Context: an optimization exercise on an open-source flow, tuned for small area, a short achievable clock period and few clock cycles per item. The choices shown serve that exercise and are no tape-out recipe.
The RTL was checked by simulation tests, not by an equivalence proof against the original design.

==> flow/design.v, too long to show whole: its modules and the start of the top module <==
// module comp_core: 1445 lines
module comp_core (
    input  wire        clk,
    input  wire        rst,           
    input  wire        smp_valid,
    input  wire [9:0]  smp_code,
    input  wire        preset,
    input  wire [23:0] preset_duty,
    input  wire        start,
    output wire        ready,
    output reg         done,
    output wire [23:0] duty,
    output wire [18:0] cmp,
    input  wire [1:0]  wavg,
    input  wire [19:0] b0,
    input  wire [19:0] b1,
    input  wire [19:0] b2,
    input  wire [19:0] c1,
    input  wire [19:0] c2,
    input  wire [3:0]  gshift,
    input  wire [15:0] dmax,
    input  wire [25:0] d_ff,
    input  wire [11:0] top,
    input  wire [8:0]  trim
);
  // ...
==> flow/flow/run.sh <==
#!/bin/bash
# Standard synthesis, then the standard flow's own layout with a larger setup repair
# margin (aimed at the worst path only), so that timing repair works toward
# a shorter period than the clock, and the smallest buffer on the ports.
set -euo pipefail
bash standard.sh synth > synth.log 2>&1
bash standard.sh SETUP_SLACK_MARGIN=14 TNS_END_PERCENT=0 \
    'BUFFER_PORTS_ARGS=-buffer_cell sky130_fd_sc_hd__buf_1' finish > layout.log 2>&1
==> flow/standard.sh <==
#!/bin/bash
# synth_recipe.tcl (not shown) runs the flow's synth.tcl, then flattens the netlist and writes it again
# the make line also repeats each setting of config.mk as NAME=value (left out here)
make -C /OpenROAD-flow-scripts/flow DESIGN_CONFIG=/design/flow/config.mk WORK_HOME=/design/flow/orfs CLKGATE_MAP_FILE= SYNTH_SCRIPT=/design/flow/synth_recipe.tcl "${@:-finish}"
==> flow/config.mk <==
export PLATFORM = sky130hd
export DESIGN_NAME = comp_core
export DESIGN_NICKNAME = comp_core
export VERILOG_FILES = /design/flow/design.v
export SDC_FILE = /design/flow/constraint.sdc
export NUM_CORES = 4
export LEC_CHECK = 0
export CAP_MARGIN = 20
export CORE_MARGIN = 2
export CORE_UTILIZATION = 40
export SLEW_MARGIN = 20
==> flow/constraint.sdc <==
create_clock -name core_clock -period 19.0 [get_ports {clk}]
set_input_delay 3.8000 -clock core_clock [delete_from_list [all_inputs] [get_ports {clk}]]
set_output_delay 3.8000 -clock core_clock [all_outputs]
set_load 0.01 [all_outputs]
==> summary.txt, run 1 <==
Yosys
  – Largest family of logic cells by synthesized area: adder cells
  – Adder-cell share of the synthesized area: 23.6%

GRT
  – Highest-utilization routing layer at the global route stage: met2
  – Via count of the first global-routing pass: 39420
  – Largest net degree at the start of global routing: 78
  – Global-route wire length before repair: 262000 um

Floorplan
  – Tap Count: 1380
  – Die H: 327 um

Worst setup path
  – Capture instance of the worst register-to-register path: done$_SDFF_PP0_
  – Kind of end point of the critical path: flop
  – Stages on worst setup path: 29
  – Number of buffer and inverter instances along the worst setup path: 4

Placed design
  – Area after DPL: 44000 um^2
  – Last weighted congestion value of the routability-driven placer: 1.06

CTS
  – Reg clk slew, reported paths: 0.07 ns
  – Cts bufs inserted: 50
  – TritonCTS clock tree: yes
  – Clock Sink Count: 408

Final layout
  – Final Net Count: 5881
  – Utilization after layout: 46.7%
  – Dominant class by area: multi-input gates
  – Number of inverters outside the clock class in the layout: 547
  – Proportion of layout cells with a drive suffix above 1: 11.7%

Route
  – Routed wirelength normalized by instance count: 27.6 um
  – Total met3 wirelength after detailed routing: 26400 um

Status
  – Status: complete, no violations

STA
  – Max frequency: 141 MHz
Testbench counts, summed over its fixed seeds: cycles 22,640, items 3,200.
==> run 2: changes to the inputs <==
--- a/flow/design.v
+++ b/flow/design.v
@@ -30,39 +30,42 @@
     localparam signed [26:0] V_MIN = -27'sh4000000;
     reg [3:0] state;
     reg       byp;          
     reg       corr_r;       
     reg       clo_r;        
     reg [9:0] hist [0:7];
     reg [9:0] smp_p;
     reg       smp_pv;
-    reg [1:0] wavg_r;
+    reg [3:0] wsel_r;       
     reg signed [29:0] u;
     reg signed [26:0] v1, v2;
     reg signed [9:0]  e1, e2;
     reg signed [27:0] opa;
     reg        [9:0]  bn_r, bo_r, bt_r;    
     reg        [47:0] acc;
     reg        [3:0]  gsh_r;
     reg        [15:0] dmax_r;
     reg signed [25:0] dff_r;
     reg        [11:0] te_r;               
     reg        [14:0] top5_r;             
     reg signed [8:0]  trim_r;
     assign ready = (state == S_IDLE);
     assign duty  = opa[23:0];
-    wire [9:0] hg1 = (wavg_r != 2'd0) ? hist[1] : 10'd0;
-    wire [9:0] hg2 = wavg_r[1] ? hist[2] : 10'd0;
-    wire [9:0] hg3 = wavg_r[1] ? hist[3] : 10'd0;
-    wire [9:0] hg4 = (wavg_r == 2'd3) ? hist[4] : 10'd0;
-    wire [9:0] hg5 = (wavg_r == 2'd3) ? hist[5] : 10'd0;
-    wire [9:0] hg6 = (wavg_r == 2'd3) ? hist[6] : 10'd0;
-    wire [9:0] hg7 = (wavg_r == 2'd3) ? hist[7] : 10'd0;
-    wire [2:0] hrnd = {wavg_r == 2'd3, wavg_r == 2'd2, wavg_r == 2'd1};
+    wire       wn2 = ~wsel_r[0];
+    wire       wn4 = wsel_r[2] | wsel_r[3];
+    wire       wn8 = wsel_r[3];
+    wire [9:0] hg1 = wn2 ? hist[1] : 10'd0;
+    wire [9:0] hg2 = wn4 ? hist[2] : 10'd0;
+    wire [9:0] hg3 = wn4 ? hist[3] : 10'd0;
+    wire [9:0] hg4 = wn8 ? hist[4] : 10'd0;
+    wire [9:0] hg5 = wn8 ? hist[5] : 10'd0;
+    wire [9:0] hg6 = wn8 ? hist[6] : 10'd0;
+    wire [9:0] hg7 = wn8 ? hist[7] : 10'd0;
+    wire [2:0] hrnd = wsel_r[3:1];
     wire ms0 = hist[0][0] ^ hg1[0] ^ hg2[0];
     wire mc0 = (hist[0][0] & hg1[0]) | (hist[0][0] & hg2[0]) | (hg1[0] & hg2[0]);
     wire ms1 = hg3[0] ^ hg4[0];
     wire mc1 = hg3[0] & hg4[0];
     wire ms2 = hist[0][1] ^ hg1[1] ^ hg2[1];
     wire mc2 = (hist[0][1] & hg1[1]) | (hist[0][1] & hg2[1]) | (hg1[1] & hg2[1]);
     wire ms3 = hg3[1] ^ hg4[1] ^ hg5[1];
     wire mc3 = (hg3[1] & hg4[1]) | (hg3[1] & hg5[1]) | (hg4[1] & hg5[1]);
@@ -200,22 +203,18 @@
     wire mc69 = (mc45 & ms58) | (mc45 & mc57) | (ms58 & mc57);
     wire ms70 = mc47 ^ ms59 ^ mc58;
     wire mc70 = (mc47 & ms59) | (mc47 & mc58) | (ms59 & mc58);
     wire ms71 = mc48 ^ mc59;
     wire mc71 = mc48 & mc59;
     wire [12:0] wsum = {mc71, ms71, ms70, ms69, ms68, ms67, ms66, ms65, ms64, ms63, ms62, ms61, ms49} + {1'b0, mc70, mc69, mc68, mc67, mc66, mc65, mc64, mc63, mc62, mc61, mc60, ms60};
     reg  [9:0] wmean;
     always @(*) begin
-        case (wavg_r)
-            2'd0: wmean = wsum[9:0];
-            2'd1: wmean = wsum[10:1];
-            2'd2: wmean = wsum[11:2];
-            default: wmean = wsum[12:3];
-        endcase
+        wmean = ({10{wsel_r[0]}} & wsum[9:0]) | ({10{wsel_r[1]}} & wsum[10:1]) |
+                ({10{wsel_r[2]}} & wsum[11:2]) | ({10{wsel_r[3]}} & wsum[12:3]);
     end
     wire [9:0]  nerr_now = {~wmean[9], wmean[8:0]};
     function automatic [29:0] benc(input [19:0] b, input neg);
         integer q;
         reg [20:0] bx;
         begin
             bx = {b, 1'b0};
             for (q = 0; q < 10; q = q + 1) begin
@@ -224,22 +223,21 @@
                 benc[q]    = (bx[2*q+2] & ~bx[2*q+1] & ~bx[2*q]) |
                              (~bx[2*q+2] & bx[2*q+1] & bx[2*q]);
             end
         end
     endfunction
     function automatic [27:0] eshift(input [9:0] e, input [3:0] g);
         eshift = $signed({{18{e[9]}}, e}) <<< g;
     endfunction
-    reg  [8:0] ms;
-    wire ms_acc = ms[8], ms_xu = ms[7], ms_xv1 = ms[6], ms_xv2 = ms[5],
-         ms_xt = ms[4], ms_nv1 = ms[3], ms_nv2 = ms[2], ms_dff = ms[1],
-         ms_max = ms[0];
+    reg  [7:0] ms;
+    wire ms_acc = ms[7], ms_xu = ms[6], ms_xv1 = ms[5], ms_xv2 = ms[4],
+         ms_xt = ms[3], ms_nv1 = ms[2], ms_nv2 = ms[1], ms_dff = ms[0];
     wire signed [29:0] s = acc[47:18];
-    wire [27:0] a_mac = byp ? (acc[45:18] & {28{~(ms_max & acc[47])}}) : opa;
+    wire [27:0] a_mac = opa;
     wire psgn = a_mac[27] ^ bn_r[9];
     wire [17:0] rnd_pc = {~psgn, {17{psgn}}};
     wire [47:0] x_row = ({48{ms_xu}}  & {6'd0, u[23:0], 18'h20000}) |
                         ({48{ms_xv1}} & {{3{v1[26]}}, v1, rnd_pc}) |
                         ({48{ms_xv2}} & {{3{v2[26]}}, v2, rnd_pc}) |
                         ({48{ms_xt}}  & {{19{trim_r[8]}}, trim_r, 1'b1, 19'd0});
     wire [47:0] xb_row = ({48{ms_acc}} & acc) |
                          ({48{ms_nv1}} & {~{{3{v1[26]}}, v1}, 18'h3FFFF}) |
@@ -1321,39 +1319,36 @@
             S_PT:    nstate = bad3 ? S_PT : d_mid ? S_IDLE : S_CK;
             S_CK:    nstate = S_IDLE;
             default: nstate = S_IDLE;
         endcase
         if (rst)
             nstate = S_IDLE;
     end
     wire byp_next = (state == S_P3) | (state == S_PC1) | (state == S_PC2);
-    wire [8:0] ms_next = {
+    wire [7:0] ms_next = {
         (state == S_P1) | (state == S_P2),                        
         state == S_IDLE,                                          
         (state == S_P3) | (state == S_FU2) | (state == S_FUC),    
         (state == S_PC1) | (state == S_FV1),                      
         (state == S_PC2) | (state == S_PT),                       
         state == S_IDLE,                                          
         (state == S_P3) | (state == S_FU2) | (state == S_FUC),    
-        (state == S_PC1) | (state == S_FV1),                      
-        state == S_PC2};                                          
+        (state == S_PC1) | (state == S_FV1)};                     
     wire [6:0] pu_next = {
         nstate == S_PC1, nstate == S_PC2, nstate == S_PT, nstate == S_FU1,
         nstate == S_FU2, nstate == S_FV1, nstate == S_FUC};
     wire        sh_acc = (state == S_IDLE);
     wire [9:0]  sh_e   = sh_acc ? e2 : e1;
     wire [3:0]  sh_g   = sh_acc ? gshift : gsh_r;
     reg  [27:0] a_next;
     always @(*) begin
         case (state)
             S_IDLE, S_P1, S_P2, S_P3: a_next = eshift(sh_e, sh_g);
-            S_PT:    a_next = !byp ? opa :
-                              !bad3 ? (s[27:0] & {28{~s[29]}}) :
-                              (a_ovf & asum[29]) ? 28'd0 : {4'd0, lim};
+            S_PT:    a_next = !bad3 ? opa : (a_ovf & asum[29]) ? 28'd0 : {4'd0, lim};
             S_CK:    a_next = opa;
             default: a_next = asum[27:0];
         endcase
     end
     reg [19:0] b_next;
     always @(*) begin
         case (state)
             S_IDLE:  b_next = b2;
@@ -1368,20 +1363,21 @@
     integer i;
     always @(posedge clk) begin
         gsh_r  <= gshift;
         dmax_r <= dmax;
         dff_r  <= d_ff;
         te_r   <= top_eff;
         top5_r <= top5;
         trim_r <= trim;
-        wavg_r <= wavg;
+        wsel_r <= 4'b0001 << wavg;
         acc    <= mac_sum;
         {bn_r, bo_r, bt_r} <= benc(b_next, b_neg);
-        opa    <= a_next;
+        opa    <= (state == S_P3) | (state == S_PC1) ? mac_sum[45:18] :
+                  (state == S_PC2) ? (mac_sum[45:18] & {28{~mac_sum[47]}}) : a_next;
         cz_r   <= (state == S_CK) ? cz_ck : d_zero;
         thi_r  <= (state == S_CK) & th_ck;
         state  <= nstate;
         ms     <= ms_next;
         pu     <= pu_next;
         byp    <= byp_next;
         if (rst) begin
             done  <= 1'b0;
==> summary.txt, run 2 <==
Floorplan
  – Die H: 326 um (was 327 um)
  – Die area: 106000 um^2 (was 107000 um^2)
  – Site row count: 117 (was 118)
  – Number of top-level design ports: 253 (unchanged)
  – Die W: 326 um (was 327 um)
  – Initial Utilization: 40.5% (was 40.4%)
  – Core area: 102000 um^2 (was 103000 um^2)

Route
  – Total Wirelength: 170000 um (was 180000 um)
  – Routed vias: 38829 (was 40478)
  – Post-route antenna net violation count: 0 (unchanged)
  – Detailed-routing iteration count for the pre-antenna-repair pass: 10 (was 9)
  – Number of DRC violations after detailed routing: 0 (unchanged)
  – Ratio of routed vias to standard cells: 6.09 (was 6.20)
  – Routed wirelength normalized by instance count: 26.7 um (was 27.6 um)
  – Initial drt markers: 4909 (was 5652)

CTS
  – Cts bufs inserted: 48 (was 50)
  – TritonCTS clock tree: yes (unchanged)
  – Clock Sink Count: 409 (was 408)
  – Buffer type at the clock tree root: sky130_fd_sc_hd__clkbuf_16 (unchanged)
  – Number of buffers on the longest clock path: 3 (unchanged)
  – # H-tree levels: 2 (unchanged)
  – Reg clk slew, reported paths: 0.06 ns (was 0.07 ns)
  – Clock latency of the later-clocked register in the worst-skew pair: 0.63 ns (was 0.68 ns)
  – Number of hold buffers added after cts: 0 (unchanged)

Final layout
  – Register containing the most flip-flops in the final layout: hist (unchanged)
  – Most frequent cells in the layout: sky130_fd_sc_hd__inv_1 (490), sky130_fd_sc_hd__nand2_1 (419), sky130_fd_sc_hd__fa_1 (341) (was sky130_fd_sc_hd__inv_1 (540), sky130_fd_sc_hd__a22oi_1 (358), sky130_fd_sc_hd__fa_1 (346))
  – Largest register FFs: 80 (unchanged)
  – Proportion of layout cells with a drive suffix above 1: 11.0% (was 11.7%)
  – Most common cell after layout, fill and taps aside: sky130_fd_sc_hd__inv_1 (unchanged)
  – Final Net Count: 5745 (was 5881)
  – Fill cell count: 10034 (was 10036)
  – Area grow syn2layout: 15.3% (was 15.6%)
  – Registers with the most flip-flops: hist (80), acc (48), u (30) (unchanged)

STA
  – Max frequency: 145 MHz (was 141 MHz)
  – Setup tns final: 0 ns (unchanged)
  – Fraction of the cycle the final worst path needs: 36.3% (was 37.2%)
  – Least-Margin Pin Slew: 1.16 ns (was 1.27 ns)
  – Total count of max-transition violations in the final report: 0 (unchanged)
  – Worst clock skew: 0.0268 ns (was 0.0617 ns)
  – Max-Slew Margin vs Limit: 21.7% (was 15.1%)
  – Hold Violations, Final: 0 (unchanged)
  – Final setup violation count: 0 (unchanged)
  – Worst hold margin: 0.378 ns (was 0.377 ns)
  – Unrepaired setup endpoints after global routing: true (unchanged)
  – Crit path setup slack, layout: 12.10 ns (was 11.93 ns)
  – Time the final worst path needs with I/O delays and setup: 6.90 ns (was 7.07 ns)

Worst setup path
  – Worst Setup SP: ms[4]$_DFF_P_ (was pu[1]$_DFF_P_)
  – Worst R2R Setup Slack: 12.10 ns (was 11.93 ns)
  – Crit-path max cell delay: 0.68 ns (was 0.55 ns)
  – Cells along the critical path: buf_12, a222oi_1, inv_1, fa_1, inv_1, fa_1, fa_2, fa_1, inv_1, fa_1, ha_4, a21o_1, a21o_1, a21oi_1, o21ai_1, a221o_1, o21a_2, o22ai_4, o31a_1, o2111ai_2, nand2_4, o22ai_4, a221o_1
  – Critical R2R Launch: ms[4]$_DFF_P_ (was pu[1]$_DFF_P_)
  – Number of buffer and inverter instances along the worst setup path: 4 (unchanged)
  – Kind of end point of the critical path: flop (unchanged)
  – Critical path launch point type: flop (unchanged)
  – Critical Path Fanout Max: 53 (was 10)
  – Worst Path Class, Setup: flop to flop (unchanged)
  – CP dominant cell by count: sky130_fd_sc_hd__fa_1
  – Cell family contributing the most delay on the critical path: compound AO/OA/AOI/OAI gates (unchanged)
  – CP Data Required Time: 19.36 ns (was 19.50 ns)
  – Data arrival time of the critical path: 7.26 ns (was 7.57 ns)
  – Critical Path Slowest Stage Cell: sky130_fd_sc_hd__a222oi_1 (was sky130_fd_sc_hd__a21oi_1)

GRT
  – Leftover overflow at the end of global routing: 0 (unchanged)
  – Via count of the first global-routing pass: 37940 (was 39420)
  – Global-route wire length before repair: 249000 um (was 262000 um)
  – Largest net degree at the start of global routing: 72 (was 78)
  – Overall fraction of global-route tracks in use: 31.0% (was 32.9%)
  – Initial antenna violation count: 6 (was 10)

Yosys
  – Most used standard cells in the synthesized netlist: sky130_fd_sc_hd__inv_1 (496), sky130_fd_sc_hd__nand2_1 (423), sky130_fd_sc_hd__dfxtp_1 (369) (was sky130_fd_sc_hd__inv_1 (542), sky130_fd_sc_hd__dfxtp_1 (368), sky130_fd_sc_hd__a22oi_1 (365))
  – Post-synth top flop: sky130_fd_sc_hd__dfxtp_1 (unchanged)
  – Number of warnings issued by yosys: 2 (unchanged)
  – Fraction of synthesized cell area taken by the top area cell type: 17.9% (was 17.6%)
  – EDFF count, synth: 40 (unchanged)
  – Top cells by area in the synthesized netlist: sky130_fd_sc_hd__dfxtp_1 (18%), sky130_fd_sc_hd__fa_1 (17%), sky130_fd_sc_hd__ha_1 (6.7%) (was sky130_fd_sc_hd__dfxtp_1 (18%), sky130_fd_sc_hd__fa_1 (17%), sky130_fd_sc_hd__ha_1 (6.6%))
  – Fraction of the yosys area taken by sequential cells: 20.8% (was 20.5%)
  – Post-synthesis sequential element count: 409 (was 408)
  – Synth Cell Area: 41400 um^2 (was 41800 um^2)
  – Most used standard cell by instance count after synthesis: sky130_fd_sc_hd__inv_1 (unchanged)
  – Top cell type by total area after synthesis: sky130_fd_sc_hd__dfxtp_1 (unchanged)
  – Average footprint of a synthesized cell: 8.56 um^2 (was 8.48 um^2)
  – Number of nets produced by synthesis: 5615 (was 5713)
  – Cell variety after synth: 92 (was 87)
  – Proportion of register bits with asynchronous set or reset after synthesis: 0% (unchanged)
  – Cell count after synthesis: 4832 (was 4930)

Placed design
  – Number of buffers inserted by port buffering: 252 (unchanged)
  – Setup slack at placement: 10.56 ns (was 10.54 ns)
  – Placed wire-length estimate: 116000 um (was 122000 um)
  – Last weighted congestion value of the routability-driven placer: 1.01 (was 1.06)

Min path
  – Source of the worst hold timing path: te_r[0]$_SDFF_PP0_ (unchanged)
  – Type of the worst min-delay path: flop to flop (unchanged)

Job
  – Number of max-cap violations: 0 (unchanged)

Status
  – Status: complete, no violations (unchanged)
## run 2: changes by cell type in the layout (fill, tap and decap cells not counted), sizes merged, moves of 44 or more
cell	before	now
nor2	337	251
and3	72	22
o21ai	241	197
nand2	326	423
buf	514	450
## run 2: stage by stage
step / cell area (um^2) / utilization [%] / std cells
after CTS: 46700 / 45.7 / 6322
final: 47700 / 46.7 / 6373
after global placement: 43400 / 42.5 / 6166
after global routing: 47700 / 46.7 / 6370
after detailed placement: 43400 / 42.5 / 6166
after floorplan: 41700 / - / 4832
## run 2: kinds of logic after synthesis
| logic type | after synthesis | synth area share [%] |
|---|---|---|
| adders and majority gates | 575 | 23.8 |
| buffers and inverters | 889 | 8.48 |
| muxes | 184 | 4.52 |
| xor gates and xnor gates | 406 | 8.63 |
| DFF | 409 | 20.8 |
| AOI/OAI and AO/OA | 1329 | 22.1 |
| and+or+nand+nor | 1040 | 11.6 |
## run 2: timing repair
| item | CTS | global route |
|---|---|---|
| setup endpoints to repair | 256 | 276 |
| buffers inserted | 55 | 42 |
| hold endpoints to repair | 0 | 0 |
| gates resized for setup | 173 | 116 |
| gates cloned | 11 | 6 |
| pin swaps | 63 | 50 |
## run 2: worst paths after layout
| path | depth (start not counted) | endpoint |
|---|---|---|
| worst max-delay path | 23 | opa[23]$_DFFE_PP_ |
| worst min-delay path | 0 | top5_r[0]$_DFF_P_ |
| worst max register to register | 23 | opa[23]$_DFFE_PP_ |
| worst min register to register | 0 | top5_r[0]$_DFF_P_ |
## run 2: area by class of cell
type	instances	area [um^2]	share of cell area, %
Antenna cell	3	7.51	0.0157
Clock buffer	53	1290	2.71
Clock inverter	37	467	0.979
Inverter	500	1900	3.98
Multi-Input combinational cell	3539	30400	63.7
Sequential cell	409	8660	18.2
Tap cell	1368	1710	3.59
Timing Repair Buffer	464	3300	6.91
## run 2: routing by layer
layer | GRT usage, % | vias to the layer above | part of all wire (%)
li1 | - | 17006 | -
met1 | 40.8 | 18903 | 39
met2 | 46.7 | 2416 | 43
met3 | 8.08 | 498 | 12
met4 | 16.2 | 6 | 6.0
met5 | 0 | - | 0.024
Testbench counts of run 2, summed over its fixed seeds: cycles 22,640, items 3,200.

==> port drivers added, routing unchanged <==
Ports are ideal in the flow. The routed layouts listed here were re-timed in OpenROAD. Step 1, drivers: a clkbuf_16 drives clk and a buf_2 each remaining input, both assumed. Step 2 adds t to the input delays and takes it off the output delays; t is the mean of the earliest and latest rising clock arrival at the registers after step 1. Input paths then give back, and output paths get back, about the clock's delay inside the block. a / b / c = ideal ports / drivers / drivers and shift; a / b = the first two.
| run | shift t [ns] | slack for setup (ns) | worst setup path after step 2 | clock arrival spread, ns |
|---|---|---|---|---|
| run 1 | 0.725 | 11.929 / 11.929 / 11.929 | register to register | 0.063 / 0.062 |
| run 2 | 0.693 | 12.103 / 12.103 / 11.960 | input to register | 0.031 / 0.032 |
After both steps setup and hold are still met in every run listed. The setup slack of run 2, which loses most, moves by 0.000 ns with the drivers and by -0.143 ns with both steps.
